This design comes from an exercise in tuning for small area, a short achievable clock period and few clock cycles on the open sky130 flow, not from production work. At most, simulation tests tie the RTL to the original design; equivalence was not proved. Function not checked in run 1: the RTL went through the layout flow alone. Power figures rest on the tool's default switching activity, not on a simulated workload.

==> config.mk <==
export PLATFORM = sky130hd
export DESIGN_NAME = dz3_tile_scrambler
export DESIGN_NICKNAME = dz3_tile_scrambler
export VERILOG_FILES = /design/flow/design.v
export SDC_FILE = /design/flow/constraint.sdc
export NUM_CORES = 4
export LEC_CHECK = 0
export CAP_MARGIN = 20
export CORE_MARGIN = 2
export CORE_UTILIZATION = 70
export PLACE_DENSITY = 0.8
export SLEW_MARGIN = 20
==> constraint.sdc <==
create_clock -name core_clock -period 10.0 [get_ports {clk}]
set_input_delay 2.0000 -clock core_clock [delete_from_list [all_inputs] [get_ports {clk}]]
set_output_delay 2.0000 -clock core_clock [all_outputs]
set_load 0.01 [all_outputs]
==> design.v <==
module dz3_tile_scrambler (
    input  wire        clk,
    input  wire        rst_n,
    input  wire        cmd_valid,
    output reg         cmd_ready,
    input  wire        cmd_dir,
    input  wire [63:0] cmd_block,
    input  wire [63:0] cmd_page,
    input  wire [63:0] cmd_slot,
    input  wire        in_valid,
    output reg         in_ready,
    input  wire [63:0] in_data,
    output reg         out_valid,
    output reg  [63:0] out_data,
    output reg         res_valid,
    output reg         res_crc_ok
);
    localparam [31:0] RESIDUE = 32'hB798_B438;
    localparam [9:0]  BEAT_CMD = 10'd398;
    localparam [9:0]  BEAT_LAST = 10'd515;
    reg [63:0] p_sr, s_sr, b_sr;
    reg [3:0]  b_h;                 
    reg [2:0]  pcol_n, qcol_n;      
    reg [2:0]  pcol_c, qcol_c;      
    reg        pq_c;                
    reg        fa_c;                
    reg [6:0]  jc;                  
    reg        wrapped;
    reg        eng;                 
    reg        dir_n;               
    function [2:0] popc6;
        input [5:0] x;
        reg s1, c1, s2, c2, h, hc, b1, b2;
        begin
            {c1, s1} = x[0] + x[1] + x[2];
            {c2, s2} = x[3] + x[4] + x[5];
            {hc, h}  = s1 + s2;
            {b2, b1} = c1 + c2 + hc;
            popc6 = {b2, b1, h};
        end
    endfunction
    function [2:0] popc7;
        input [6:0] x;
        reg s1, c1, s2, c2, s3, c3, b1, b2;
        begin
            {c1, s1} = x[0] + x[1] + x[2];
            {c2, s2} = x[3] + x[4] + x[5];
            {c3, s3} = s1 + s2 + x[6];
            {b2, b1} = c1 + c2 + c3;
            popc7 = {b2, b1, s3};
        end
    endfunction
    wire [13:0] p_h, s_h;
    genvar gk;
    generate
        for (gk = 0; gk < 14; gk = gk + 1) begin : g_hist
            assign p_h[gk] = s_sr[63-gk] & (jc > gk);
            assign s_h[gk] = b_sr[63-gk] & (jc > gk);
        end
    endgenerate
    wire [2:0] pcol_nx = popc6({p_h[13], p_h[11], !p_h[7], p_h[4], !p_h[1], !p_sr[1]});
    wire [2:0] qcol_nx = popc7({s_h[7], !s_h[2], s_sr[1], b_h[3], b_h[1], b_h[0], !b_sr[1]});
    wire [2:0] pcol_n0 = 3'd2 + !cmd_page[0];
    wire [2:0] qcol_n0 = 3'd1 + cmd_slot[0] + !cmd_block[0];
    wire [3:0] pcol_sum = pcol_n + pcol_c;
    wire [3:0] qcol_sum = qcol_n + qcol_c;
    wire       sum_bit  = pcol_sum[0] ^ qcol_sum[0] ^ pq_c;
    wire       pq_co    = (pcol_sum[0] & qcol_sum[0]) | (pq_c & (pcol_sum[0] | qcol_sum[0]));
    wire       s_bit  = sum_bit & (jc < 7'd64) & !wrapped;
    wire       a_lsb  = p_sr[41] & (wrapped | (jc >= 7'd23));
    wire       fa_sum = a_lsb ^ s_bit ^ fa_c;
    wire       fa_co  = (a_lsb & s_bit) | (a_lsb & fa_c) | (s_bit & fa_c);
    wire [22:0] seed  = p_sr[63:41];
    wire       seed_ok = eng & wrapped & (jc == 7'd46) & !fa_c;
    reg  [22:0] lfsr;
    reg         dir;
    reg  [9:0]  beat;
    reg  [63:0] plain_r;
    reg  [31:0] crc;
    reg         first1, last1, last2;
    reg         beat1;              
    function [86:0] prbs64;       
        input [22:0] s_in;
        reg   [22:0] s;
        reg   [63:0] ks;
        reg          o;
        integer i;
        begin
            s = s_in;
            for (i = 0; i < 64; i = i + 1) begin
                o = s[22] ^ s[17];
                s = {s[21:0], o};
                ks[i] = o;
            end
            prbs64 = {s, ks};
        end
    endfunction
    wire [86:0] step     = prbs64(lfsr);
    wire [63:0] result   = in_data ^ step[63:0];
    wire        adv      = in_valid & in_ready;
    wire        last     = (beat == BEAT_LAST);
    wire        take_idle = seed_ok & !in_ready;
    wire        take_last = seed_ok & in_ready & last;
    wire        take      = take_idle | (in_valid & take_last);
    wire        take_sel  = take_idle | take_last;
    wire        step_en   = adv | take_idle;
    wire        accept   = cmd_valid & cmd_ready;
    wire [31:0] crc_base = first1 ? 32'hFFFF_FFFF : crc;
    wire [63:0] cx = {plain_r[63:32], crc_base ^ plain_r[31:0]};
    wire [31:0] cy;
    wire [412:0] cg;
    assign cg[0] = cx[32] ^ cx[55];
    assign cg[1] = cx[38] ^ cx[47];
    assign cg[2] = cx[14] ^ cx[18];
    assign cg[3] = cx[34] ^ cx[57];
    assign cg[4] = cx[33] ^ cx[52];
    assign cg[5] = cx[11] ^ cx[29];
    assign cg[6] = cx[1] ^ cx[12];
    assign cg[7] = cx[36] ^ cx[45];
    assign cg[8] = cx[42] ^ cx[58];
    assign cg[9] = cx[53] ^ cx[54];
    assign cg[10] = cx[13] ^ cx[51];
    assign cg[11] = cx[24] ^ cx[30];
    assign cg[12] = cx[15] ^ cx[27];
    assign cg[13] = cx[31] ^ cx[50];
    assign cg[14] = cx[37] ^ cx[46];
    assign cg[15] = cx[40] ^ cx[49];
    assign cg[16] = cx[39] ^ cx[48];
    assign cg[17] = cx[16] ^ cx[28];
    assign cg[18] = cx[26] ^ cg[0];
    assign cg[19] = cx[0] ^ cx[62];
    assign cg[20] = cx[25] ^ cx[44];
    assign cg[21] = cx[61] ^ cg[2];
    assign cg[22] = cx[41] ^ cx[59];
    assign cg[23] = cx[35] ^ cx[60];
    assign cg[24] = cx[22] ^ cg[1];
    assign cg[25] = cx[4] ^ cx[63];
    assign cg[26] = cx[23] ^ cg[5];
    assign cg[27] = cx[10] ^ cx[21];
    assign cg[28] = cx[43] ^ cg[11];
    assign cg[29] = cx[56] ^ cg[9];
    assign cg[30] = cx[17] ^ cg[4];
    assign cg[31] = cx[3] ^ cg[8];
    assign cg[32] = cx[5] ^ cg[17];
    assign cg[33] = cx[7] ^ cg[15];
    assign cg[34] = cx[19] ^ cg[3];
    assign cg[35] = cx[6] ^ cg[16];
    assign cg[36] = cx[20] ^ cg[7];
    assign cg[37] = cg[12] ^ cg[18];
    assign cg[38] = cx[9] ^ cg[20];
    assign cg[39] = cg[6] ^ cg[23];
    assign cg[40] = cx[2] ^ cg[10];
    assign cg[41] = cg[14] ^ cg[27];
    assign cg[42] = cx[2] ^ cx[13];
    assign cg[43] = cx[41] ^ cg[12];
    assign cg[44] = cx[0] ^ cg[24];
    assign cg[45] = cg[19] ^ cg[25];
    assign cg[46] = cx[60] ^ cg[31];
    assign cg[47] = cg[13] ^ cg[22];
    assign cg[48] = cx[8] ^ cg[28];
    assign cg[49] = cx[55] ^ cx[63];
    assign cg[50] = cx[8] ^ cx[14];
    assign cg[51] = cx[17] ^ cx[59];
    assign cg[52] = cx[58] ^ cg[19];
    assign cg[53] = cx[42] ^ cg[30];
    assign cg[54] = cx[18] ^ cg[36];
    assign cg[55] = cx[15] ^ cg[33];
    assign cg[56] = cg[9] ^ cg[32];
    assign cg[57] = cg[6] ^ cg[26];
    assign cg[58] = cg[21] ^ cg[26];
    assign cg[59] = cx[44] ^ cx[53];
    assign cg[60] = cx[35] ^ cx[49];
    assign cg[61] = cx[38] ^ cx[61];
    assign cg[62] = cx[54] ^ cx[57];
    assign cg[63] = cx[12] ^ cx[22];
    assign cg[64] = cx[11] ^ cg[14];
    assign cg[65] = cx[30] ^ cg[15];
    assign cg[66] = cx[43] ^ cg[22];
    assign cg[67] = cx[10] ^ cx[25];
    assign cg[68] = cx[16] ^ cx[21];
    assign cg[69] = cx[3] ^ cg[3];
    assign cg[70] = cx[26] ^ cx[31];
    assign cg[71] = cg[4] ^ cg[7];
    assign cg[72] = cx[4] ^ cx[23];
    assign cg[73] = cx[33] ^ cg[1];
    assign cg[74] = cx[55] ^ cg[34];
    assign cg[75] = cx[7] ^ cg[29];
    assign cg[76] = cg[10] ^ cg[13];
    assign cg[77] = cx[34] ^ cg[2];
    assign cg[78] = cg[24] ^ cg[49];
    assign cg[79] = cx[9] ^ cg[25];
    assign cg[80] = cg[31] ^ cg[35];
    assign cg[81] = cx[46] ^ cg[67];
    assign cg[82] = cx[40] ^ cg[37];
    assign cg[83] = cx[39] ^ cg[38];
    assign cg[84] = cg[40] ^ cg[68];
    assign cg[85] = cg[30] ^ cg[41];
    assign cg[86] = cg[28] ^ cg[39];
    assign cg[87] = cx[53] ^ cx[56];
    assign cg[88] = cx[36] ^ cx[56];
    assign cg[89] = cx[6] ^ cx[58];
    assign cg[90] = cx[17] ^ cx[61];
    assign cg[91] = cx[19] ^ cx[22];
    assign cg[92] = cx[19] ^ cx[21];
    assign cg[93] = cx[35] ^ cg[8];
    assign cg[94] = cx[24] ^ cx[43];
    assign cg[95] = cx[20] ^ cx[36];
    assign cg[96] = cx[28] ^ cx[48];
    assign cg[97] = cx[12] ^ cx[62];
    assign cg[98] = cx[52] ^ cg[8];
    assign cg[99] = cx[11] ^ cx[45];
    assign cg[100] = cx[29] ^ cg[0];
    assign cg[101] = cx[1] ^ cg[14];
    assign cg[102] = cx[16] ^ cx[35];
    assign cg[103] = cg[16] ^ cg[88];
    assign cg[104] = cx[29] ^ cg[16];
    assign cg[105] = cx[5] ^ cx[62];
    assign cg[106] = cx[15] ^ cx[37];
    assign cg[107] = cx[59] ^ cg[61];
    assign cg[108] = cx[2] ^ cg[23];
    assign cg[109] = cx[50] ^ cg[60];
    assign cg[110] = cx[57] ^ cg[22];
    assign cg[111] = cx[10] ^ cg[71];
    assign cg[112] = cg[34] ^ cg[36];
    assign cg[113] = cg[0] ^ cg[50];
    assign cg[114] = cg[13] ^ cg[29];
    assign cg[115] = cg[17] ^ cg[73];
    assign cg[116] = cg[11] ^ cg[95];
    assign cg[117] = cg[51] ^ cg[59];
    assign cg[118] = cx[37] ^ cg[34];
    assign cg[119] = cx[47] ^ cg[18];
    assign cg[120] = cg[5] ^ cg[103];
    assign cg[121] = cx[3] ^ cg[64];
    assign cg[122] = cx[56] ^ cg[65];
    assign cg[123] = cg[6] ^ cg[62];
    assign cg[124] = cg[29] ^ cg[42];
    assign cg[125] = cg[18] ^ cg[35];
    assign cg[126] = cx[1] ^ cg[69];
    assign cg[127] = cg[20] ^ cg[70];
    assign cg[128] = cg[4] ^ cg[33];
    assign cg[129] = cx[18] ^ cg[66];
    assign cg[130] = cg[63] ^ cg[72];
    assign cg[131] = cg[24] ^ cg[89];
    assign cg[132] = cx[13] ^ cg[25];
    assign cg[133] = cg[32] ^ cg[76];
    assign cg[134] = cg[41] ^ cg[115];
    assign cg[135] = cg[21] ^ cg[124];
    assign cg[136] = cx[32] ^ cg[43];
    assign cg[137] = cg[52] ^ cg[54];
    assign cg[138] = cg[23] ^ cg[45];
    assign cg[139] = cg[47] ^ cg[113];
    assign cg[140] = cg[39] ^ cg[122];
    assign cg[141] = cg[50] ^ cg[114];
    assign cg[142] = cg[35] ^ cg[38];
    assign cg[143] = cg[7] ^ cg[40];
    assign cg[144] = cx[6] ^ cg[44];
    assign cg[145] = cx[51] ^ cg[79];
    assign cg[146] = cg[37] ^ cg[107];
    assign cg[147] = cg[10] ^ cg[53];
    assign cg[148] = cg[21] ^ cg[45];
    assign cg[149] = cx[23] ^ cg[75];
    assign cg[150] = cx[38] ^ cg[55];
    assign cg[151] = cg[19] ^ cg[46];
    assign cg[152] = cg[48] ^ cg[119];
    assign cg[153] = cg[56] ^ cg[144];
    assign cg[154] = cg[48] ^ cg[146];
    assign cg[155] = cg[57] ^ cg[90];
    assign cg[156] = cg[58] ^ cg[81];
    assign cg[157] = cx[63] ^ cg[84];
    assign cg[158] = cg[86] ^ cg[149];
    assign cg[159] = cx[58] ^ cx[60];
    assign cg[160] = cx[27] ^ cg[159];
    assign cg[161] = cg[42] ^ cg[160];
    assign cg[162] = cg[74] ^ cg[120];
    assign cg[163] = cg[129] ^ cg[32];
    assign cg[164] = cg[44] ^ cg[161];
    assign cg[165] = cg[85] ^ cg[162];
    assign cg[166] = cg[163] ^ cg[164];
    assign cg[167] = cg[165] ^ cg[166];
    assign cg[168] = cx[20] ^ cx[28];
    assign cg[169] = cg[168] ^ cg[80];
    assign cg[170] = cg[117] ^ cg[118];
    assign cg[171] = cg[44] ^ cg[140];
    assign cg[172] = cg[58] ^ cg[169];
    assign cg[173] = cg[170] ^ cg[171];
    assign cg[174] = cg[172] ^ cg[173];
    assign cg[175] = cg[61] ^ cg[62];
    assign cg[176] = cg[72] ^ cg[92];
    assign cg[177] = cg[104] ^ cg[42];
    assign cg[178] = cg[175] ^ cg[47];
    assign cg[179] = cg[55] ^ cg[176];
    assign cg[180] = cg[177] ^ cg[86];
    assign cg[181] = cg[137] ^ cg[178];
    assign cg[182] = cg[179] ^ cg[180];
    assign cg[183] = cg[181] ^ cg[182];
    assign cg[184] = cx[39] ^ cx[61];
    assign cg[185] = cg[15] ^ cg[184];
    assign cg[186] = cg[91] ^ cg[101];
    assign cg[187] = cg[105] ^ cg[20];
    assign cg[188] = cg[185] ^ cg[116];
    assign cg[189] = cg[46] ^ cg[186];
    assign cg[190] = cg[187] ^ cg[139];
    assign cg[191] = cg[188] ^ cg[189];
    assign cg[192] = cg[157] ^ cg[190];
    assign cg[193] = cg[191] ^ cg[192];
    assign cg[194] = cx[62] ^ cg[79];
    assign cg[195] = cg[80] ^ cg[112];
    assign cg[196] = cg[82] ^ cg[133];
    assign cg[197] = cg[194] ^ cg[195];
    assign cg[198] = cg[156] ^ cg[196];
    assign cg[199] = cg[197] ^ cg[198];
    assign cg[200] = cg[3] ^ cg[2];
    assign cg[201] = cg[63] ^ cg[116];
    assign cg[202] = cg[125] ^ cg[40];
    assign cg[203] = cg[200] ^ cg[138];
    assign cg[204] = cg[150] ^ cg[201];
    assign cg[205] = cg[202] ^ cg[203];
    assign cg[206] = cg[204] ^ cg[205];
    assign cg[207] = cx[43] ^ cx[8];
    assign cg[208] = cg[96] ^ cg[108];
    assign cg[209] = cg[13] ^ cg[51];
    assign cg[210] = cg[207] ^ cg[78];
    assign cg[211] = cg[126] ^ cg[55];
    assign cg[212] = cg[208] ^ cg[209];
    assign cg[213] = cg[210] ^ cg[211];
    assign cg[214] = cg[212] ^ cg[156];
    assign cg[215] = cg[213] ^ cg[214];
    assign cg[216] = cx[44] ^ cx[9];
    assign cg[217] = cx[28] ^ cg[69];
    assign cg[218] = cg[105] ^ cg[109];
    assign cg[219] = cg[10] ^ cg[216];
    assign cg[220] = cg[130] ^ cg[217];
    assign cg[221] = cg[218] ^ cg[219];
    assign cg[222] = cg[85] ^ cg[220];
    assign cg[223] = cg[221] ^ cg[154];
    assign cg[224] = cg[222] ^ cg[223];
    assign cg[225] = cx[24] ^ cg[87];
    assign cg[226] = cx[27] ^ cg[225];
    assign cg[227] = cg[77] ^ cg[111];
    assign cg[228] = cg[131] ^ cg[26];
    assign cg[229] = cg[226] ^ cg[83];
    assign cg[230] = cg[133] ^ cg[138];
    assign cg[231] = cg[227] ^ cg[228];
    assign cg[232] = cg[229] ^ cg[230];
    assign cg[233] = cg[231] ^ cg[232];
    assign cg[234] = cx[33] ^ cx[41];
    assign cg[235] = cx[45] ^ cx[25];
    assign cg[236] = cg[234] ^ cg[235];
    assign cg[237] = cg[131] ^ cg[21];
    assign cg[238] = cg[236] ^ cg[82];
    assign cg[239] = cg[237] ^ cg[157];
    assign cg[240] = cg[158] ^ cg[238];
    assign cg[241] = cg[239] ^ cg[240];
    assign cg[242] = cx[54] ^ cx[5];
    assign cg[243] = cx[7] ^ cx[8];
    assign cg[244] = cg[1] ^ cg[94];
    assign cg[245] = cg[106] ^ cg[27];
    assign cg[246] = cg[242] ^ cg[243];
    assign cg[247] = cg[127] ^ cg[244];
    assign cg[248] = cg[245] ^ cg[246];
    assign cg[249] = cg[151] ^ cg[58];
    assign cg[250] = cg[247] ^ cg[248];
    assign cg[251] = cg[249] ^ cg[250];
    assign cg[252] = cx[16] ^ cg[91];
    assign cg[253] = cg[99] ^ cg[6];
    assign cg[254] = cg[45] ^ cg[252];
    assign cg[255] = cg[253] ^ cg[142];
    assign cg[256] = cg[254] ^ cg[154];
    assign cg[257] = cg[255] ^ cg[256];
    assign cg[258] = cx[48] ^ cx[52];
    assign cg[259] = cx[21] ^ cg[258];
    assign cg[260] = cg[66] ^ cg[70];
    assign cg[261] = cg[33] ^ cg[259];
    assign cg[262] = cg[78] ^ cg[118];
    assign cg[263] = cg[38] ^ cg[260];
    assign cg[264] = cg[261] ^ cg[137];
    assign cg[265] = cg[57] ^ cg[262];
    assign cg[266] = cg[263] ^ cg[264];
    assign cg[267] = cg[265] ^ cg[266];
    assign cg[268] = cx[63] ^ cx[0];
    assign cg[269] = cg[3] ^ cg[59];
    assign cg[270] = cg[109] ^ cg[268];
    assign cg[271] = cg[269] ^ cg[32];
    assign cg[272] = cg[53] ^ cg[54];
    assign cg[273] = cg[270] ^ cg[57];
    assign cg[274] = cg[271] ^ cg[272];
    assign cg[275] = cg[152] ^ cg[273];
    assign cg[276] = cg[274] ^ cg[275];
    assign cg[277] = cx[51] ^ cx[52];
    assign cg[278] = cx[55] ^ cx[57];
    assign cg[279] = cx[10] ^ cg[277];
    assign cg[280] = cg[278] ^ cg[99];
    assign cg[281] = cg[11] ^ cg[279];
    assign cg[282] = cg[39] ^ cg[47];
    assign cg[283] = cg[280] ^ cg[281];
    assign cg[284] = cg[83] ^ cg[282];
    assign cg[285] = cg[283] ^ cg[153];
    assign cg[286] = cg[284] ^ cg[285];
    assign cg[287] = cx[40] ^ cx[60];
    assign cg[288] = cx[31] ^ cg[287];
    assign cg[289] = cg[98] ^ cg[288];
    assign cg[290] = cg[75] ^ cg[81];
    assign cg[291] = cg[125] ^ cg[289];
    assign cg[292] = cg[143] ^ cg[290];
    assign cg[293] = cg[291] ^ cg[155];
    assign cg[294] = cg[292] ^ cg[293];
    assign cg[295] = cx[27] ^ cg[97];
    assign cg[296] = cg[110] ^ cg[121];
    assign cg[297] = cg[128] ^ cg[295];
    assign cg[298] = cg[135] ^ cg[296];
    assign cg[299] = cg[297] ^ cg[152];
    assign cg[300] = cg[298] ^ cg[299];
    assign cg[301] = cg[73] ^ cg[96];
    assign cg[302] = cg[97] ^ cg[74];
    assign cg[303] = cg[132] ^ cg[38];
    assign cg[304] = cg[43] ^ cg[46];
    assign cg[305] = cg[301] ^ cg[141];
    assign cg[306] = cg[302] ^ cg[303];
    assign cg[307] = cg[304] ^ cg[305];
    assign cg[308] = cg[306] ^ cg[307];
    assign cg[309] = cx[49] ^ cx[54];
    assign cg[310] = cx[26] ^ cg[309];
    assign cg[311] = cg[64] ^ cg[92];
    assign cg[312] = cg[108] ^ cg[36];
    assign cg[313] = cg[310] ^ cg[21];
    assign cg[314] = cg[44] ^ cg[53];
    assign cg[315] = cg[311] ^ cg[312];
    assign cg[316] = cg[136] ^ cg[145];
    assign cg[317] = cg[313] ^ cg[314];
    assign cg[318] = cg[315] ^ cg[316];
    assign cg[319] = cg[317] ^ cg[318];
    assign cg[320] = cx[50] ^ cx[15];
    assign cg[321] = cx[20] ^ cg[87];
    assign cg[322] = cg[42] ^ cg[110];
    assign cg[323] = cg[320] ^ cg[321];
    assign cg[324] = cg[322] ^ cg[323];
    assign cg[325] = cg[151] ^ cg[324];
    assign cg[326] = cg[155] ^ cg[325];
    assign cg[327] = cx[59] ^ cg[28];
    assign cg[328] = cg[46] ^ cg[123];
    assign cg[329] = cg[84] ^ cg[148];
    assign cg[330] = cg[327] ^ cg[328];
    assign cg[331] = cg[329] ^ cg[330];
    assign cg[332] = cx[31] ^ cg[20];
    assign cg[333] = cg[120] ^ cg[126];
    assign cg[334] = cg[43] ^ cg[332];
    assign cg[335] = cg[134] ^ cg[148];
    assign cg[336] = cg[333] ^ cg[334];
    assign cg[337] = cg[335] ^ cg[336];
    assign cg[338] = cx[42] ^ cx[46];
    assign cg[339] = cx[62] ^ cg[338];
    assign cg[340] = cg[71] ^ cg[27];
    assign cg[341] = cg[339] ^ cg[129];
    assign cg[342] = cg[132] ^ cg[37];
    assign cg[343] = cg[340] ^ cg[140];
    assign cg[344] = cg[341] ^ cg[342];
    assign cg[345] = cg[343] ^ cg[344];
    assign cg[346] = cx[38] ^ cg[49];
    assign cg[347] = cg[13] ^ cg[27];
    assign cg[348] = cg[98] ^ cg[104];
    assign cg[349] = cg[346] ^ cg[21];
    assign cg[350] = cg[117] ^ cg[347];
    assign cg[351] = cg[348] ^ cg[349];
    assign cg[352] = cg[350] ^ cg[351];
    assign cg[353] = cx[48] ^ cg[1];
    assign cg[354] = cg[3] ^ cg[65];
    assign cg[355] = cg[100] ^ cg[353];
    assign cg[356] = cg[43] ^ cg[52];
    assign cg[357] = cg[354] ^ cg[355];
    assign cg[358] = cg[85] ^ cg[143];
    assign cg[359] = cg[56] ^ cg[356];
    assign cg[360] = cg[357] ^ cg[358];
    assign cg[361] = cg[359] ^ cg[360];
    assign cg[362] = cx[30] ^ cg[60];
    assign cg[363] = cg[101] ^ cg[5];
    assign cg[364] = cg[17] ^ cg[29];
    assign cg[365] = cg[30] ^ cg[362];
    assign cg[366] = cg[77] ^ cg[78];
    assign cg[367] = cg[80] ^ cg[47];
    assign cg[368] = cg[363] ^ cg[364];
    assign cg[369] = cg[365] ^ cg[366];
    assign cg[370] = cg[367] ^ cg[368];
    assign cg[371] = cg[369] ^ cg[370];
    assign cg[372] = cx[11] ^ cx[30];
    assign cg[373] = cg[93] ^ cg[372];
    assign cg[374] = cg[76] ^ cg[128];
    assign cg[375] = cg[130] ^ cg[41];
    assign cg[376] = cg[373] ^ cg[136];
    assign cg[377] = cg[56] ^ cg[374];
    assign cg[378] = cg[375] ^ cg[376];
    assign cg[379] = cg[377] ^ cg[378];
    assign cg[380] = cx[34] ^ cx[36];
    assign cg[381] = cx[12] ^ cg[380];
    assign cg[382] = cg[94] ^ cg[381];
    assign cg[383] = cg[26] ^ cg[382];
    assign cg[384] = cg[139] ^ cg[147];
    assign cg[385] = cg[383] ^ cg[153];
    assign cg[386] = cg[384] ^ cg[385];
    assign cg[387] = cg[100] ^ cg[106];
    assign cg[388] = cg[77] ^ cg[387];
    assign cg[389] = cg[142] ^ cg[147];
    assign cg[390] = cg[388] ^ cg[158];
    assign cg[391] = cg[389] ^ cg[390];
    assign cg[392] = cg[102] ^ cg[74];
    assign cg[393] = cg[111] ^ cg[127];
    assign cg[394] = cg[135] ^ cg[150];
    assign cg[395] = cg[48] ^ cg[392];
    assign cg[396] = cg[393] ^ cg[394];
    assign cg[397] = cg[395] ^ cg[396];
    assign cg[398] = cx[41] ^ cx[17];
    assign cg[399] = cg[102] ^ cg[398];
    assign cg[400] = cg[112] ^ cg[121];
    assign cg[401] = cg[37] ^ cg[52];
    assign cg[402] = cg[399] ^ cg[83];
    assign cg[403] = cg[141] ^ cg[400];
    assign cg[404] = cg[401] ^ cg[402];
    assign cg[405] = cg[403] ^ cg[404];
    assign cg[406] = cx[56] ^ cg[93];
    assign cg[407] = cg[51] ^ cg[123];
    assign cg[408] = cg[54] ^ cg[406];
    assign cg[409] = cg[82] ^ cg[134];
    assign cg[410] = cg[145] ^ cg[407];
    assign cg[411] = cg[408] ^ cg[409];
    assign cg[412] = cg[410] ^ cg[411];
    assign cy[0] = cg[167];
    assign cy[1] = cg[174];
    assign cy[2] = cg[183];
    assign cy[3] = cg[193];
    assign cy[4] = cg[199];
    assign cy[5] = cg[206];
    assign cy[6] = cg[215];
    assign cy[7] = cg[224];
    assign cy[8] = cg[233];
    assign cy[9] = cg[241];
    assign cy[10] = cg[251];
    assign cy[11] = cg[257];
    assign cy[12] = cg[267];
    assign cy[13] = cg[276];
    assign cy[14] = cg[286];
    assign cy[15] = cg[294];
    assign cy[16] = cg[300];
    assign cy[17] = cg[308];
    assign cy[18] = cg[319];
    assign cy[19] = cg[326];
    assign cy[20] = cg[331];
    assign cy[21] = cg[337];
    assign cy[22] = cg[345];
    assign cy[23] = cg[352];
    assign cy[24] = cg[361];
    assign cy[25] = cg[371];
    assign cy[26] = cg[379];
    assign cy[27] = cg[386];
    assign cy[28] = cg[391];
    assign cy[29] = cg[397];
    assign cy[30] = cg[405];
    assign cy[31] = cg[412];
    reg         in_ready_n;
    reg  [9:0]  beat_n;
    always @(*) begin
        in_ready_n = in_ready;
        if (take)
            in_ready_n = 1'b1;
        else if (adv & last)
            in_ready_n = 1'b0;
        beat_n = beat;
        if (step_en)
            beat_n = take_sel ? 10'd0 : beat + 10'd1;
    end
    always @(posedge clk) begin
        if (!rst_n) begin
            cmd_ready <= 1'b1;
            in_ready  <= 1'b0;
            eng       <= 1'b0;
            out_valid <= 1'b0;
            first1    <= 1'b0;
            last1     <= 1'b0;
            last2     <= 1'b0;
            res_valid <= 1'b0;
        end else begin
            cmd_ready <= !eng & !accept & (!in_ready | (beat >= BEAT_CMD));
            in_ready  <= in_ready_n;
            if (accept)
                eng <= 1'b1;
            else if (take)
                eng <= 1'b0;
            out_valid <= adv;
            first1    <= adv & (beat == 10'd0);
            last1     <= adv & last;
            last2     <= last1;
            res_valid <= last2;
        end
    end
    always @(posedge clk) begin
        if (cmd_ready) begin
            p_sr    <= cmd_page;
            s_sr    <= cmd_slot;
            b_sr    <= cmd_block;
            b_h     <= 4'd0;
            pcol_n  <= pcol_n0;
            qcol_n  <= qcol_n0;
            pcol_c  <= 3'd3;
            qcol_c  <= 3'd2;
            pq_c    <= 1'b0;
            fa_c    <= 1'b1;
            jc      <= 7'd0;
            wrapped <= 1'b0;
            dir_n   <= cmd_dir;
        end else begin
            p_sr    <= {fa_sum, p_sr[63:1]};
            s_sr    <= {p_sr[0], s_sr[63:1]};
            b_sr    <= {s_sr[0], b_sr[63:1]};
            b_h     <= {b_h[2:0], b_sr[0]};
            pcol_n  <= pcol_nx;
            qcol_n  <= qcol_nx;
            pcol_c  <= pcol_sum[3:1];
            qcol_c  <= qcol_sum[3:1];
            pq_c    <= pq_co;
            fa_c    <= fa_co;
            if (jc == 7'd68) begin
                jc      <= 7'd46;
                wrapped <= 1'b1;
            end else begin
                jc      <= jc + 7'd1;
            end
        end
        if (step_en)
            lfsr <= take_sel ? seed : step[86:64];
        if (take)
            dir  <= dir_n;
        beat     <= beat_n;
        out_data <= result;
        plain_r  <= dir ? result : in_data;
        beat1 <= adv;
        if (beat1)
            crc <= cy;
        res_crc_ok <= (crc == RESIDUE);
    end
endmodule
==> flow/run.sh <==
#!/bin/bash
# The standard layout (standard.sh), with:
#  - plain buf_1 cells as the port buffers,
#  - a larger setup margin for timing repair,
#  - clock tree: clkbuf_16 root, clkbuf_8 below it, larger sink clusters, no dummy loads.
set -euo pipefail
bash standard.sh \
  BUFFER_PORTS_ARGS="-buffer_cell sky130_fd_sc_hd__buf_1" \
  SETUP_SLACK_MARGIN=6.95 \
  CTS_ARGS="-sink_clustering_enable -repair_clock_nets -dont_use_dummy_load -root_buf sky130_fd_sc_hd__clkbuf_16 -buf_list sky130_fd_sc_hd__clkbuf_8 -sink_clustering_size 16 -sink_clustering_max_diameter 50" \
  finish > standard.log 2>&1
==> standard.sh <==
#!/bin/bash
# synth_recipe.tcl (not shown) runs the flow's synth.tcl, then flattens the netlist and writes it again
# the make line also repeats each setting of config.mk as NAME=value (left out here)
make -C /OpenROAD-flow-scripts/flow DESIGN_CONFIG=/design/flow/config.mk WORK_HOME=/design/flow/orfs CLKGATE_MAP_FILE= SYNTH_SCRIPT=/design/flow/synth_recipe.tcl "${@:-finish}"
==> results of run 1 <==
critical path: cells and delay by family, from the launching register on:
| family | cells | cell delay, ps |
|---|---|---|
| and+or+nand+nor | 1 | 330 |
| DFF | 1 | 630 |
| xor gates and xnor gates | 5 | 1850 |
cell families (layout without fill, tap and decap cells):
family	count (synthesis)	count (layout)	synth area share, %
xor+xnor	652	652	33.8
flops	423	423	44.4
simple gates	294	294	6.17
mux	194	194	10.6
buf+inv	106	413	2.02
compound gates	35	35	1.02
fa+ha+maj	26	26	1.98
other cells	0	2	0
timing repair:
item                                    CTS  global route
hold buffers                              0             0
resized for setup                        14            22
endpoints found under the setup margin   16            27
setup buffers                             5             0
routing by layer:
| layer | wire length [microns] | track usage [%] | vias up |
|---|---|---|---|
| met4 | 4150 | 21.8 | 4 |
| li1 | - | - | 6181 |
| met2 | 30300 | 68.0 | 1001 |
| met5 | 27 | 0 | - |
| met1 | 23200 | 49.8 | 6831 |
| met3 | 6060 | 7.27 | 252 |
worst max path at each step:
stage | to | slack, ps | cells after the start
global placement | cmd_ready | 6760 | 1
finish | crc[14] | 6930 | 6
floorplan | beat[0] | 6980 | 3
CTS | cmd_ready | 6950 | 1
global route | crc[27] | 6840 | 7
detailed placement | lfsr[22] | 6720 | 5
area by class of cell:
class | count | area, sq um
clock buffers | 38 | 579
multi-input cells | 1201 | 11100
well taps | 384 | 480
inverters | 33 | 124
diodes | 2 | 5.00
repair buffers | 342 | 1410
flip-flops and latches | 423 | 9150
fillers | 1679 | 6030
power breakdown:
part / internal, mW / switching [mW]
sequential: 1.92 / 0.0857
clock: 0.387 / 0.553
combinational: 0.729 / 0.599
total: 3.04 / 1.24
per-stage QoR:
stage,power (mW),util (%),instances,instance area [sq um],hold WS [ps]
final,4.27,79.1,2423,22800,448
after detailed placement,3.31,76.6,2378,22100,425
after floorplan,3.00,-,1730,20600,400
after CTS,4.23,78.9,2421,22800,444
after global placement,3.28,76.6,2378,22100,404
after global routing,4.40,79.1,2422,22800,465
synth_stat cells (2+ instances only):
cell type	instances	share of area (%)
a21boi_0	3	0.11
a21o_1	3	0.11
a21oi_1	11	0.27
and2_1	6	0.18
buf_1	3	0.055
buf_2	9	0.22
clkbuf_1	60	1.1
dfxtp_1	356	35
edfxtp_1	67	9.8
fa_1	11	1.1
ha_1	15	0.91
inv_1	33	0.60
mux2_2	193	11
nand2_1	79	1.4
nand2b_1	17	0.52
nand3_1	7	0.17
nand4_1	2	0.061
nand4b_1	4	0.17
nor2_1	150	2.7
nor2b_1	6	0.18
nor3_1	9	0.22
nor4_1	5	0.15
nor4b_1	3	0.13
o21ai_0	11	0.27
o41ai_1	2	0.085
or3_1	2	0.061
xnor2_1	404	17
xnor2_2	5	0.39
xnor3_1	68	7.4
xnor3_2	5	0.58
xor2_1	155	6.6
xor2_2	3	0.24
xor3_1	10	1.2
cells in the final DEF (no fill, tap or decap), types with 3 or more instances in the layout:
master,n
clkbuf_8,33
nor4_1,4
nand4b_1,4
mux2_2,193
xor3_1,10
buf_4,9
nand3_1,7
fa_1,11
edfxtp_1,67
xnor3_2,5
clkbuf_16,5
nor2_1,150
clkbuf_2,16
o21ai_0,11
a21boi_0,3
and2_1,6
xor2_1,155
nor3_1,9
xnor3_1,68
nor4b_1,3
nand2b_1,17
a21o_1,3
dfxtp_1,350
a21oi_1,10
xor2_2,3
xnor2_1,401
nand2_1,79
buf_2,8
inv_1,33
buf_1,305
dfxtp_2,4
ha_1,15
xnor2_2,8
nor2b_1,6
registers in the layout (all words and copies together) (netlist names), 3 cells and up:
| name | count |
|---|---|
| b_h | 4 |
| b_sr | 64 |
| beat | 10 |
| crc | 32 |
| jc | 7 |
| lfsr | 23 |
| out_data | 64 |
| p_sr | 64 |
| pcol_c | 3 |
| pcol_n | 3 |
| plain_r | 64 |
| qcol_c | 3 |
| qcol_n | 3 |
| s_sr | 64 |
==> qor.yml, run 1 <==
drt-pass1-iter-count: 5
clock-sinks: 423
grt_pass1_vias: 14800
synth_nets: 2017
critPathMostFrequentCell: "xnor2_1"
drtIter0Drc: 1665
synth-async-reset-ratio_pct: 0
r2r_end: "crc[14]"
fin_worst_skew_ps: 75.5
status: "no timing/DRC/antenna violations"
grt_max_degree: 72
end_kind: "register"
grt_use_total_pct: 40.5
core_sq_um: 28900
place_congestion: 1.10
slowest_delay_ps: 630
whs_path_depth: 1
rr_worst_depth: 6
io-pin-count: 330
peakVddDrop_uv: 167
ys_types: 46
areaGrowthSynthToFinish_pct: 10.8
worstHoldEndpoint: "p_sr[13]"
clk_latency_ps: 520
period_share_pct: 30.7
die_w_microns: 176
viasPerCell: 5.89
cts_made_buffers: 38
worstMarginPinSlew_ps: 1050
fmax_mhz: 326
maxCapViolCount: 0
finalMaxSlewViolations: 0
portBuffers: 329
yosys_warnings: 1
synth_edf_count: 67
routed_wirelength_microns: 63700
grt.overflow.total: 0
antenna_found_initial: 3
setup_tns_ps: 0
min_period_ps: 3070
rsz0062_at_grt: "true"
core.rowCount: 62
slowest_stage: "edfxtp_1"
wl_per_cell_microns: 26.3
drive_above_1_share_pct: 14.6
finalSetupViolations: 0
finalWorstSetupSlack_ps: 6930
cts_htree_levels: 2
r2r_setup_slack_ps: 6930
synthCells: 1730
drc: 0
num_vias: 14300
relSlewSlack_pct: 29.7
syn-cell-area_sq_um: 20600
synth-seq-cells: 423
initial_core_util_pct: 71.4
cp.required_ps: 10220
clock_path_buffers: 3
worstPathCellList: "xnor2_1 > nor2_1 > xor3_1 > xor2_1 > xnor3_1 > xnor2_1"
fin_nets: 2326
ys.flop_type: "dfxtp_1"
ant_nets: 0
leakage_nw: 9.14
hp-class: "register to register"
power_density_nw_per_um2: 187
syn_area_per_cell_sq_um: 11.9
r2r-start: "crc[1]"
die_area_sq_um: 30800
critPathLaunchType: "register"
grt_pass1_wl_microns: 91100
root_buffer: "clkbuf_16"
die_h_microns: 176
path_clk_slew_ps: 100
cp-startpoint: "crc[1]"
cp.arrival_ps: 3290
crit_type: "register to register"
place_ws_ps: 6720
cts_tree: "done"
min-delay-start: "p_sr[14]"
hold_viol_final: 0
yosysSeqAreaShare_pct: 44.4
dp_hpwl_microns: 47000
crit_fanout: 5
==> run 2: changes to the inputs <==
--- a/design.v
+++ b/design.v
@@ -570,3 +570,3 @@
         if (!rst_n) begin
-            cmd_ready <= 1'b1;
+            cmd_ready <= 1'b0;
             in_ready  <= 1'b0;
@@ -579,3 +579,3 @@
         end else begin
-            cmd_ready <= !eng & !accept & (!in_ready | (beat >= BEAT_CMD));
+            cmd_ready <= !eng & !accept & jc[6] & (!in_ready | (beat >= BEAT_CMD));
             in_ready  <= in_ready_n;
@@ -593,6 +593,6 @@
     always @(posedge clk) begin
-        if (cmd_ready) begin
-            p_sr    <= cmd_page;
-            s_sr    <= cmd_slot;
-            b_sr    <= cmd_block;
+        p_sr <= {fa_sum & eng, p_sr[63:1]}  | ({64{accept}} & cmd_page);
+        s_sr <= {p_sr[0] & eng, s_sr[63:1]} | ({64{accept}} & cmd_slot);
+        b_sr <= {s_sr[0] & eng, b_sr[63:1]} | ({64{accept}} & cmd_block);
+        if (accept) begin
             b_h     <= 4'd0;
@@ -608,5 +608,2 @@
         end else begin
-            p_sr    <= {fa_sum, p_sr[63:1]};
-            s_sr    <= {p_sr[0], s_sr[63:1]};
-            b_sr    <= {s_sr[0], b_sr[63:1]};
             b_h     <= {b_h[2:0], b_sr[0]};
@@ -618,6 +615,12 @@
             fa_c    <= fa_co;
-            if (jc == 7'd68) begin
-                jc      <= 7'd46;
-                wrapped <= 1'b1;
-            end else begin
+            if (!rst_n || take) begin
+                jc      <= 7'd0;
+            end else if (eng) begin
+                if (jc == 7'd68) begin
+                    jc      <= 7'd46;
+                    wrapped <= 1'b1;
+                end else begin
+                    jc      <= jc + 7'd1;
+                end
+            end else if (!jc[6]) begin
                 jc      <= jc + 7'd1;
--- a/flow/run.sh
+++ b/flow/run.sh
@@ -8,3 +8,3 @@
   BUFFER_PORTS_ARGS="-buffer_cell sky130_fd_sc_hd__buf_1" \
-  SETUP_SLACK_MARGIN=6.95 \
+  SETUP_SLACK_MARGIN=6.9 \
   CTS_ARGS="-sink_clustering_enable -repair_clock_nets -dont_use_dummy_load -root_buf sky130_fd_sc_hd__clkbuf_16 -buf_list sky130_fd_sc_hd__clkbuf_8 -sink_clustering_size 16 -sink_clustering_max_diameter 50" \
--- a/config.mk
+++ b/config.mk
@@ -9,4 +9,4 @@
 export CORE_MARGIN = 2
-export CORE_UTILIZATION = 70
-export PLACE_DENSITY = 0.8
+export CORE_UTILIZATION = 72
+export PLACE_DENSITY = 0.82
 export SLEW_MARGIN = 20
==> qor.yml, run 2 <==
clock-sinks: 423
synth-async-reset-ratio_pct: 0
drtIter0Drc: 1233
fmax_mhz: 324
die_w_microns: 171
mostFrequentLayoutCell: "xnor2_1"
ys.flop_type: "dfxtp_1"
synth_nets: 2047
areaGrowthSynthToFinish_pct: 11.3
ys_types: 45
synth_edf_count: 67
p_switching_mw: 1.18
fin_nets: 2354
synth-seq-cells: 423
num_vias: 13900
grt_pass1_vias: 14100
p_int_mw: 2.94
crit_type: "register to register"
cts_made_buffers: 40
cts_setup_buffers: 0
p_clk_share_pct: 23.1
core_sq_um: 27600
period_share_pct: 30.9
syn-cell-area_sq_um: 20000
grt_pass1_wl_microns: 82400
relSlewSlack_pct: 31.3
place_congestion: 0.988
critPathLaunchType: "register"
status: "no timing/DRC/antenna violations"
yosys.area.top_type: "dfxtp_1"
drive_above_1_share_pct: 4.65
cts_htree_levels: 2
rsz0062_at_grt: "false"
whs_ps: 357
viasPerCell: 5.70
rr_worst_depth: 7
cts_tree: "done"
cp.arrival_ps: 3310
fillCellCount: 1650
clock_path_buffers: 3
die_h_microns: 171
switching_share_pct: 28.7
grt.overflow.total: 0
sequentialPowerShare_pct: 46.2
drt-pass1-iter-count: 5
yosys_warnings: 1
cp.required_ps: 10220
hp-class: "register to register"
end_kind: "register"
drc: 0
yosysSeqAreaShare_pct: 45.7
path_clk_slew_ps: 100
antenna_found_initial: 2
leakage_nw: 10.3
synthCells: 1759
power_density_nw_per_um2: 185
routed_wirelength_microns: 56300
wl_per_cell_microns: 23.0
initial_core_util_pct: 72.6
root_buffer: "clkbuf_16"
grt_max_degree: 102
synthMostInstantiatedCell: "xnor2_1"
portBuffers: 329
peakVddDrop_uv: 151
worstMarginPinSlew_ps: 1020
setup_tns_ps: 0
fin_worst_skew_ps: 96.1
finalMaxSlewViolations: 0
syn_area_per_cell_sq_um: 11.4
synth_top_area_share_pct: 35.6
ctsHoldBuffers: 0
clk_latency_ps: 530
finalSetupViolations: 0
hold_viol_final: 0
total_power_mw: 4.12
grt_use_total_pct: 38.6
ant_nets: 0
die_area_sq_um: 29100
synth_common_cells: "xnor2_1 (421), dfxtp_1 (356), a21o_1 (188), xor2_1 (151), nor2_1 (149)"
maxCapViolCount: 0
core.rowCount: 61
crit_fanout: 60
min_period_ps: 3090
dp_hpwl_microns: 42700
whs_path_depth: 1
comb_power_share_pct: 30.7
mostFrequentLayoutCells: "xnor2_1 (415), dfxtp_1 (349), buf_1 (327)"
netlist_top_cells_area: "dfxtp_1 (36%), xnor2_1 (18%), edfxtp_1 (10%), xnor3_1 (7.5%), a21o_1 (7.1%)"
io-pin-count: 330
==> run 2: layout make-up <==
type                            count  area [sq um]  share of cell area, %
Timing Repair inverter              1          8.76                 0.0394
Antenna cell                        1          2.50                 0.0112
Inverter                           32           146                  0.658
Tap cell                          378           473                   2.13
Multi-Input combinational cell   1232         10500                   47.3
Sequential cell                   423          9150                   41.1
Clock buffer                       40           607                   2.73
Timing Repair Buffer              336          1330                   5.99
==> run 2: worst paths after layout <==
path	from	endpoint	slack, ps
worst max-delay path	first1	crc[14]	6910
worst min-delay path	b_sr[14]	b_sr[13]	360
worst max register to register	first1	crc[14]	6910
worst min register to register	b_sr[14]	b_sr[13]	360
==> run 2: per-layer routing <==
| layer | up-vias | track usage (%) | share of wire [%] | wire length, microns |
|---|---|---|---|---|
| li1 | 6271 | - | - | - |
| met4 | 2 | 19.5 | 5.6 | 3180 |
| met2 | 758 | 64.7 | 48 | 26800 |
| met5 | - | 0 | 0.021 | 12 |
| met1 | 6711 | 47.6 | 38 | 21200 |
| met3 | 190 | 7.61 | 9.1 | 5120 |
==> run 2: power groups by stage <==
stage	Clock, mW	Sequential, mW	Combinational, mW
3_3_place_gp	0	1.94	1.21
2_1_floorplan	0	1.92	0.943
5_1_grt	1.01	1.91	1.34
4_1_cts	0.950	1.90	1.25
3_5_place_dp	0	1.94	1.23
6_report	0.951	1.90	1.26
==> run 2: what timing repair did <==
action	4_1_cts	5_1_grt
cloned	1	1
gates resized for setup	19	11
setup endpoints to repair	121	73
==> run 2: per-stage QoR <==
stage	instance area (sq um)	util, %	worst slack [ps]	std cells
6_report	22300	80.8	6910	2443
5_1_grt	22300	80.8	6890	2442
4_1_cts	22200	80.5	6910	2441
3_5_place_dp	21500	78.0	5470	2400
3_3_place_gp	21500	78.0	5510	2400
2_1_floorplan	20000	-	6980	1759
==> run 2: cell families after synthesis <==
kind of cell	after synthesis	share of synthesized area (%)
XOR/XNOR	663	35.0
flip-flops	423	45.7
AND/OR/NAND/NOR	310	6.64
AO/OA/AOI/OAI	225	8.12
buffers and inverters	104	2.06
adder cells (fa/ha/maj)	27	2.10
multiplexers	7	0.394
==> run 2: critical path, stage by stage, from the launching register on <==
cell,delay (ps)
dfxtp_2,330
clkbuf_8,270
nor2_1,290
xnor3_2,470
xnor2_2,320
xnor2_1,120
xnor2_1,440
xnor3_1,500
Testbench counts of run 2, summed over its fixed seeds: cycles 67,152.
==> run 3: changes to the inputs <==
--- a/flow/run.sh
+++ b/flow/run.sh
@@ -8,3 +8,3 @@
   BUFFER_PORTS_ARGS="-buffer_cell sky130_fd_sc_hd__buf_1" \
-  SETUP_SLACK_MARGIN=6.9 \
+  SETUP_SLACK_MARGIN=6.95 \
   CTS_ARGS="-sink_clustering_enable -repair_clock_nets -dont_use_dummy_load -root_buf sky130_fd_sc_hd__clkbuf_16 -buf_list sky130_fd_sc_hd__clkbuf_8 -sink_clustering_size 16 -sink_clustering_max_diameter 50" \
--- a/config.mk
+++ b/config.mk
@@ -9,4 +9,4 @@
 export CORE_MARGIN = 2
-export CORE_UTILIZATION = 72
-export PLACE_DENSITY = 0.82
+export CORE_UTILIZATION = 70
+export PLACE_DENSITY = 0.8
 export SLEW_MARGIN = 20
==> qor.yml, run 3 <==
critPathLaunchType: "register"
synth-seq-cells: 423
setup_tns_ps: 0
crit_type: "register to register"
clock-sinks: 423
io-pin-count: 330
fmax_mhz: 328
leakage_nw: 10.3
ant_nets: 0
drt-pass1-iter-count: 5
maxCapViolCount: 0
routed_wirelength_microns: 54500
synthCells: 1759
final_util_pct: 79.7
end_kind: "register"
synth-async-reset-ratio_pct: 0
critPathMostFrequentCell: "xnor3_1"
hold_viol_final: 0
worstPathCellList: "xnor2_4 > xnor3_2 > xnor3_1 > xnor2_2 > xnor3_1"
portBuffers: 329
core_sq_um: 27900
drive_above_1_share_pct: 5.14
yosysSeqAreaShare_pct: 45.7
synth_top_area_share_pct: 35.6
syn_area_per_cell_sq_um: 11.4
viasPerCell: 5.57
status: "no timing/DRC/antenna violations"
dr.max_layer_used: "met5"
drc: 0
syn-cell-area_sq_um: 20000
die_w_microns: 173
grt_use_total_pct: 35.9
finalWorstSetupSlack_ps: 6950
rsz0062_at_grt: "false"
yosys_warnings: 1
clk_latency_ps: 530
total_power_mw: 4.07
ctsHoldBuffers: 0
grt.overflow.total: 0
hp-class: "register to register"
route.met3.wl_microns: 4680
netlist_top_cells_area: "dfxtp_1 (36%), xnor2_1 (18%), edfxtp_1 (10%), xnor3_1 (7.5%), a21o_1 (7.1%)"
worstMarginPinSlew_ps: 951
synthMostInstantiatedCell: "xnor2_1"
crit_fanout: 5
route.met2.wl_microns: 26600
peakVddDrop_uv: 147
synth_edf_count: 67
period_share_pct: 30.5
yosys.area.top_type: "dfxtp_1"
clock_path_buffers: 3
wl_per_cell_microns: 22.4
grt_max_degree: 117
slowest_delay_ps: 600
finalSetupViolations: 0
ys_types: 45
min_period_ps: 3050
power_density_nw_per_um2: 183
initial_core_util_pct: 71.6
cp.required_ps: 10200
fin_worst_skew_ps: 97.5
slowest_stage: "dfxtp_1"
drtIter0Drc: 1282
relSlewSlack_pct: 36.6
finalMaxSlewViolations: 0
die_area_sq_um: 29900
fin_nets: 2351
grt_pass1_vias: 13900
core.rowCount: 61
place_congestion: 1.00
die_h_microns: 173
areaGrowthSynthToFinish_pct: 11.3
path_clk_slew_ps: 100
antenna_found_initial: 5
cts_htree_levels: 2
root_buffer: "clkbuf_16"
num_vias: 13600
dp_hpwl_microns: 41800
mostFrequentLayoutCells: "xnor2_1 (415), dfxtp_1 (347), buf_1 (317)"
cp.arrival_ps: 3250
cts_made_buffers: 36
m1WireLength_microns: 20700
grt_pass1_wl_microns: 80500
cts_tree: "done"
synth_common_cells: "xnor2_1 (421), dfxtp_1 (356), a21o_1 (188), xor2_1 (151), nor2_1 (149)"
synth_nets: 2047
mostFrequentLayoutCell: "xnor2_1"
ys.flop_type: "dfxtp_1"
place_ws_ps: 5540
-- run 3: cell types whose count changed in the layout (fill, tap and decap cells not counted), sizes merged --
cell,before,now
buf,334,331
-- run 3: kinds of logic after synthesis --
| group | after synthesis | share of synthesized area [%] |
|---|---|---|
| compound gates | 225 | 8.12 |
| xor+xnor | 663 | 35.0 |
| fa+ha+maj | 27 | 2.10 |
| buf+inv | 104 | 2.06 |
| flops | 423 | 45.7 |
| mux | 7 | 0.394 |
| simple gates | 310 | 6.64 |
-- run 3: cell type report --
type | instances | area [sq um]
timing repair buffer | 337 | 1360
clock buffer | 36 | 552
sequential | 423 | 9150
fill | 1768 | 5680
timing repair inverter | 1 | 8.76
tap | 378 | 473
multi-input combinational | 1232 | 10600
inverter | 32 | 146
antenna | 1 | 2.50
-- run 3: path summary, 6_finish.rpt --
kind / startpoint / slack [ps] / to / cells after the start
worst min-delay path: b_sr[13] / 360 / b_sr[12] / 1
worst max-delay path: plain_r[55] / 6950 / crc[11] / 5
worst max register to register: plain_r[55] / 6950 / crc[11] / 5
worst min register to register: b_sr[13] / 360 / b_sr[12] / 1
-- run 3: per-layer routing --
layer / track usage [%] / vias up
met5: 0 / -
met4: 16.2 / 6
met3: 7.04 / 157
met2: 61.5 / 708
met1: 44.0 / 6464
li1: - / 6260
-- run 3: critical path: cells and delay by family (launching register included) --
| family | cells | cell delay [ps] |
|---|---|---|
| flip-flops | 1 | 600 |
| XOR/XNOR | 5 | 2150 |
-- run 3: what timing repair did --
action	in CTS	in global routing
hold endpoints to repair	0	0
gates cloned	1	1
setup endpoints to repair	141	91
setup buffers	1	0
resized for setup	26	19
-- run 3: stage by stage --
step                hold WS (ps)  instance area, sq um  cells
detailed placement           388                 21500   2400
global route                 363                 22300   2440
CTS                          357                 22200   2438
floorplan                    382                 20000   1759
global placement             382                 21500   2400
finish                       356                 22300   2440
-- run 3: power breakdown --
part           internal [mW]  switching, mW
combinational          0.687          0.582
sequential              1.85         0.0512
clock                  0.369          0.530
total                   2.91           1.16
==> run 4: changes to the inputs <==
--- a/config.mk
+++ b/config.mk
@@ -7,3 +7,3 @@
 export LEC_CHECK = 0
-export CAP_MARGIN = 20
+export CAP_MARGIN = 5
 export CORE_MARGIN = 2
@@ -11,2 +11,2 @@
 export PLACE_DENSITY = 0.8
-export SLEW_MARGIN = 20
+export SLEW_MARGIN = 5
==> qor.yml, run 4 <==
power_density_nw_per_um2: 183
clock-sinks: 423
root_buffer: "clkbuf_16"
synthCells: 1759
finalMaxSlewViolations: 0
io-pin-count: 330
grt_max_degree: 117
die_w_microns: 173
ys.flop_type: "dfxtp_1"
critPathTopFamily: "XOR/XNOR gates"
yosys_warnings: 1
synth-async-reset-ratio_pct: 0
clock_path_buffers: 3
use_met3_pct: 7.04
areaGrowthSynthToFinish_pct: 11.3
antenna_found_initial: 5
r2r-start: "plain_r[55]"
min-delay-start: "b_sr[13]"
mostFrequentLayoutCells: "xnor2_1 (415), dfxtp_1 (347), buf_1 (317)"
die_area_sq_um: 29900
drt-pass1-iter-count: 5
synth_top_area_share_pct: 35.6
ys_types: 45
peakVddDrop_uv: 147
total_power_mw: 4.07
critPathLaunchType: "register"
leakage_nw: 10.3
routed_wirelength_microns: 54500
synth_nets: 2047
top_usage_layer: "met2"
cts_tree: "done"
min_period_ps: 3050
fillCellCount: 1768
slowest_stage: "dfxtp_1"
fmax_mhz: 328
cp.arrival_ps: 3250
cp.required_ps: 10200
viasPerCell: 5.57
drc: 0
status: "no timing/DRC/antenna violations"
finalSetupViolations: 0
initial_core_util_pct: 71.6
core_sq_um: 27900
crit_type: "register to register"
maxCapViolCount: 0
relSlewSlack_pct: 36.6
synth_common_cells: "xnor2_1 (421), dfxtp_1 (356), a21o_1 (188), xor2_1 (151), nor2_1 (149)"
syn_area_per_cell_sq_um: 11.4
yosys.area.top_type: "dfxtp_1"
synthMostInstantiatedCell: "xnor2_1"
worstMarginPinSlew_ps: 951
critPathMostFrequentCell: "xnor3_1"
syn-cell-area_sq_um: 20000
synth-seq-cells: 423
end_kind: "register"
rsz0062_at_grt: "false"
path_buf_inv: 0
p_clk_share_pct: 22.1
hp-class: "register to register"
fin_nets: 2351
num_vias: 13600
period_share_pct: 30.5
clk_latency_ps: 530
cts_made_buffers: 36
synth_edf_count: 67
grt_use_total_pct: 35.9
ant_nets: 0
sequentialPowerShare_pct: 46.7
grt_util_met1_pct: 44.0
grt_pass1_wl_microns: 80500
switching_share_pct: 28.6
mostFrequentLayoutCell: "xnor2_1"
yosysSeqAreaShare_pct: 45.7
cts_htree_levels: 2
worstPathCellList: "xnor2_4 > xnor3_2 > xnor3_1 > xnor2_2 > xnor3_1"
hold_viol_final: 0
place_congestion: 1.00
drive_above_1_share_pct: 5.14
slowest_delay_ps: 600
dp_hpwl_microns: 41800
cp-startpoint: "plain_r[55]"
path_clk_slew_ps: 100
netlist_top_cells_area: "dfxtp_1 (36%), xnor2_1 (18%), edfxtp_1 (10%), xnor3_1 (7.5%), a21o_1 (7.1%)"
die_h_microns: 173
ctsHoldBuffers: 0
crit_fanout: 5
core.rowCount: 61
fin_worst_skew_ps: 97.5
setup_tns_ps: 0
p_switching_mw: 1.16
use_met2_pct: 61.5
p_int_mw: 2.91
grt_pass1_vias: 13900
comb_power_share_pct: 31.2
wl_per_cell_microns: 22.4
drtIter0Drc: 1282
grt.overflow.total: 0
portBuffers: 329
[run 4: cell counts after synthesis]
Identical to the previous run, type by type.
[run 4: worst paths after layout]
check | endpoint | slack, ps | cells past startpoint
worst max-delay path | crc[11] | 6950 | 5
worst min-delay path | b_sr[12] | 360 | 1
worst max register to register | crc[11] | 6950 | 5
worst min register to register | b_sr[12] | 360 | 1
[run 4: timing repair]
action,in CTS,in global routing
endpoints found under the setup margin,141,91
buffers inserted,1,0
gates cloned,1,1
gates resized for setup,26,19
[run 4: cells by family (layout without fill, tap and decap cells)]
kind of cell             after synthesis  after routing  synth area share [%]
buffers and inverters                104            406                  2.06
flip-flops                           423            423                  45.7
multiplexers                           7              7                 0.394
AND/OR/NAND/NOR                      310            310                  6.64
other                                  0              1                     0
XOR/XNOR                             663            663                  35.0
adder cells (fa/ha/maj)               27             27                  2.10
AO/OA/AOI/OAI                        225            225                  8.12
[run 4: per-stage QoR]
| stage | hold WS, ps | setup WS, ps | cell area (sq um) | instances | util [%] |
|---|---|---|---|---|---|
| after detailed placement | 388 | 5540 | 21500 | 2400 | 76.9 |
| after floorplan | 382 | 6980 | 20000 | 1759 | - |
| after global routing | 363 | 6940 | 22300 | 2440 | 79.7 |
| after global placement | 382 | 5640 | 21500 | 2400 | 76.9 |
| final | 356 | 6950 | 22300 | 2440 | 79.7 |
| after CTS | 357 | 6950 | 22200 | 2438 | 79.3 |
[run 4: layer usage]
layer | wire (microns) | up-vias
met5 | 39 | -
met4 | 2520 | 6
met3 | 4680 | 157
met2 | 26600 | 708
met1 | 20700 | 6464
li1 | - | 6260
[run 4: layout make-up]
type	count	area, sq um	share of cell area [%]
tap	378	473	2.13
timing repair inverter	1	8.76	0.0394
sequential	423	9150	41.1
timing repair buffer	337	1360	6.11
antenna	1	2.50	0.0112
clock buffer	36	552	2.48
multi-input combinational	1232	10600	47.5
inverter	32	146	0.658
[run 4: power groups by stage]
stage	Combinational, mW	Clock, mW	Sequential [mW]
floorplan	0.943	0	1.92
global placement	1.21	0	1.94
detailed placement	1.23	0	1.94
CTS	1.25	0.905	1.90
global route	1.34	0.972	1.90
finish	1.27	0.899	1.90
==> run 5: changes to the inputs <==
--- a/design.v
+++ b/design.v
@@ -20,3 +20,7 @@
     localparam [9:0]  BEAT_LAST = 10'd515;
-    reg [63:0] p_sr, s_sr, b_sr;
+    localparam [63:0] SR_INV = 64'hAAAA_AAAA_AAAA_AAAA;
+    reg  [63:0] p_r, s_r, b_r;
+    wire [63:0] p_sr = p_r ^ SR_INV;
+    wire [63:0] s_sr = s_r ^ SR_INV;
+    wire [63:0] b_sr = b_r ^ SR_INV;
     reg [3:0]  b_h;                 
@@ -593,5 +597,5 @@
     always @(posedge clk) begin
-        p_sr <= {fa_sum & eng, p_sr[63:1]}  | ({64{accept}} & cmd_page);
-        s_sr <= {p_sr[0] & eng, s_sr[63:1]} | ({64{accept}} & cmd_slot);
-        b_sr <= {s_sr[0] & eng, b_sr[63:1]} | ({64{accept}} & cmd_block);
+        p_r <= ({fa_sum & eng, p_sr[63:1]}  | ({64{accept}} & cmd_page)) ^ SR_INV;
+        s_r <= ({p_sr[0] & eng, s_sr[63:1]} | ({64{accept}} & cmd_slot)) ^ SR_INV;
+        b_r <= ({s_sr[0] & eng, b_sr[63:1]} | ({64{accept}} & cmd_block)) ^ SR_INV;
         if (accept) begin
--- a/config.mk
+++ b/config.mk
@@ -7,6 +7,6 @@
 export LEC_CHECK = 0
-export CAP_MARGIN = 5
+export CAP_MARGIN = 20
 export CORE_MARGIN = 2
-export CORE_UTILIZATION = 70
-export PLACE_DENSITY = 0.8
-export SLEW_MARGIN = 5
+export CORE_UTILIZATION = 75
+export PLACE_DENSITY = 0.85
+export SLEW_MARGIN = 20
==> qor.yml, run 5 <==
ctsHoldBuffers: 0
clock-sinks: 423
synth-seq-cells: 423
place_congestion: 1.10
viasPerCell: 6.38
yosys_warnings: 1
areaGrowthSynthToFinish_pct: 12.2
ys_types: 41
finalWorstSetupSlack_ps: 6830
cp.arrival_ps: 3560
root_buffer: "clkbuf_16"
fin_worst_skew_ps: 66.1
power_density_nw_per_um2: 186
cp.required_ps: 10390
cts_htree_levels: 2
maxCapViolCount: 0
slowest_delay_ps: 570
fmax_mhz: 315
routed_wirelength_microns: 67900
crit_fanout: 10
whs_ps: 335
syn-cell-area_sq_um: 19500
use_met3_pct: 13.2
fillCellCount: 1184
synth_mux_area_share_pct: 0.964
synth_nets: 2069
slowest_stage: "fa_1"
wl_per_cell_microns: 28.0
top_usage_layer: "met2"
yosys.area_share.simple_pct: 9.38
initial_core_util_pct: 76.8
layoutNonFillerInstCount: 2431
min_period_ps: 3170
crit_type: "register to register"
drc: 0
synthCells: 1781
clock_path_buffers: 3
final_util_pct: 86.2
switching_share_pct: 29.1
critPathLaunchType: "register"
die_w_microns: 165
ant_nets: 0
syn_area_per_cell_sq_um: 10.9
regArea_sq_um: 9150
setup_tns_ps: 0
num_vias: 15500
die_h_microns: 165
synthXorXnorAreaFrac_pct: 35.2
p_switching_mw: 1.18
clk_latency_ps: 520
finalMaxSlewViolations: 0
synth_common_cells: "xnor2_1 (392), dfxtp_1 (356), nand2_1 (250), xor2_1 (161), nor2_1 (142)"
synth_fa_ha_area_share_pct: 2.16
relSlewSlack_pct: 33.9
core.rowCount: 58
antenna_found_initial: 5
critPathMostFrequentCell: "fa_1"
synth_top_area_share_pct: 36.6
synth_top_family_by_area: "XOR/XNOR gates"
cts_made_buffers: 37
leakage_nw: 9.06
synthMostInstantiatedCell: "xnor2_1"
grt_max_degree: 109
place_area_sq_um: 20900
period_share_pct: 31.7
synth_edf_count: 67
end_kind: "register"
sequentialPowerShare_pct: 46.2
use_met2_pct: 78.0
drt-pass1-iter-count: 8
p_clk_share_pct: 23.3
yosysSeqAreaShare_pct: 47.0
dp_cells: 2387
netlist_top_cells_area: "dfxtp_1 (37%), xnor2_1 (18%), edfxtp_1 (10%), xnor3_1 (8.6%), xor2_1 (7.2%)"
path_clk_slew_ps: 110
grt_pass1_wl_microns: 94100
status: "no timing/DRC/antenna violations"
hp-class: "register to register"
finalSetupViolations: 0
die_area_sq_um: 27300
io-pin-count: 330
comb_power_share_pct: 30.5
synth_compound_area_share_pct: 3.52
rsz0062_at_grt: "true"
cts_tree: "done"
drive_above_1_share_pct: 5.00
core_sq_um: 25300
ys.flop_type: "dfxtp_1"
fin_nets: 2389
yosys.area.top_type: "dfxtp_1"
grt.overflow.total: 0
total_power_mw: 4.05
worstPathCellList: "nor4_4 > nor2b_1 > a21oi_1 > fa_1 > inv_1 > fa_1 > fa_1 > nand2_1 > o21ai_0"
mostFrequentLayoutCells: "xnor2_1 (378), dfxtp_1 (350), buf_1 (323)"
grt_pass1_vias: 15600
hold_viol_final: 0
drtIter0Drc: 2467
grt_use_total_pct: 48.2
worstMarginPinSlew_ps: 984
multiInputGateArea_sq_um: 10200
place_ws_ps: 5570
design_area_sq_um: 21800
mostFrequentLayoutCell: "xnor2_1"
dp_hpwl_microns: 45400
peakVddDrop_uv: 189
grt_util_met1_pct: 53.5
portBuffers: 329
synth-async-reset-ratio_pct: 0
p_int_mw: 2.87
==> run 5: changes by cell type in the layout (fill, tap and decap cells not counted), sizes merged, moves of 7 or more <==
cell / change
nor2: -7
mux2i: +12
xor2: +8
nand2: +152
xnor2: -31
a21oi: +94
a21o: -183
nand2b: -12
==> run 5: worst paths after layout <==
path / end / startpoint / cells past startpoint / slack [ps]
min reg2reg: s_r[19] / s_r[20] / 1 / 330
min: s_r[19] / s_r[20] / 1 / 330
max: qcol_n[1] / jc[6] / 9 / 6830
max reg2reg: qcol_n[1] / jc[6] / 9 / 6830
==> run 5: timing repair <==
action	4_1_cts	5_1_grt
hold endpoints to repair	0	0
endpoints found under the setup margin	134	129
pin swaps	1	2
gates resized for setup	35	20
gates cloned	1	1
buffers inserted	1	2
==> run 5: worst max-delay path: cells and delay by family, from the launching register on <==
family,cells,cell delay (ps)
AO/OA/AOI/OAI,2,270
adder cells (fa/ha/maj),3,1480
flip-flops,1,410
AND/OR/NAND/NOR,3,800
buffers and inverters,1,90
==> run 5: cell type report <==
type,count,share of cell area (%)
Multi-Input combinational cell,1265,46.6
Tap cell,330,1.89
Timing Repair Buffer,341,6.35
Antenna cell,2,0.0229
Clock buffer,37,2.59
Sequential cell,423,41.9
Timing Repair inverter,1,0.0401
Inverter,32,0.670
==> run 5: cells by family after synthesis <==
logic type	after synthesis
buffers and inverters	93
AND/OR/NAND/NOR	447
AO/OA/AOI/OAI	130
XOR/XNOR	643
flip-flops	423
adder cells (fa/ha/maj)	27
multiplexers	18
==> run 5: power by group through the flow <==
stage	combinational, mW	clock [mW]	sequential, mW
floorplan	0.895	0	1.89
global placement	1.14	0	1.90
detailed placement	1.17	0	1.91
global route	1.28	0.988	1.87
CTS	1.19	0.920	1.87
finish	1.24	0.945	1.87
==> run 5: routing by layer <==
layer  vias to the layer above  part of all wire [%]
met2                      1511                    45
met1                      7111                    32
met4                         4                    11
li1                       6286                     -
met5                         -                 0.034
met3                       598                    12
Testbench counts of run 5, summed over its fixed seeds: cycles 67,152.

==> re-timing with driven ports <==
How much do the figures lean on ideal ports? The routed layouts below were timed once more, with nothing changed but the port constraints. Step 1 (the two cells are an assumption about what drives the block):
set clk [get_ports {clk}]
set_driving_cell -lib_cell sky130_fd_sc_hd__clkbuf_16 $clk
set_driving_cell -lib_cell sky130_fd_sc_hd__buf_2 [delete_from_list [all_inputs] $clk]
Step 2 moves the port delays by t, midway between the first and last clock arrival at a register: inputs arrive t later, outputs are due t later. That takes back most of the time a late clock gives input paths. Three values: ideal ports, drivers, drivers and shift; two values: the first two.
| run | shift t [ns] | slack for setup (ns) | slew at the worst register clock pin (ns) | worst data-port slew with drivers (ns) |
|---|---|---|---|---|
| run 1 | 0.539 | 6.931 / 6.902 / 6.578 | 0.10 / 0.10 | 0.10 |
| run 2 | 0.536 | 6.909 / 6.872 / 6.544 | 0.10 / 0.10 | 0.08 |
| run 3 | 0.535 | 6.951 / 6.912 / 6.600 | 0.10 / 0.10 | 0.08 |
| run 4 | 0.535 | 6.951 / 6.912 / 6.600 | 0.10 / 0.10 | 0.08 |
| run 5 | 0.548 | 6.828 / 6.828 / 6.397 | 0.11 / 0.11 | 0.10 |
After both steps setup and hold are still met in every run listed. The setup slack of run 5, which loses most, moves by 0.000 ns with the drivers and by -0.431 ns with both steps.
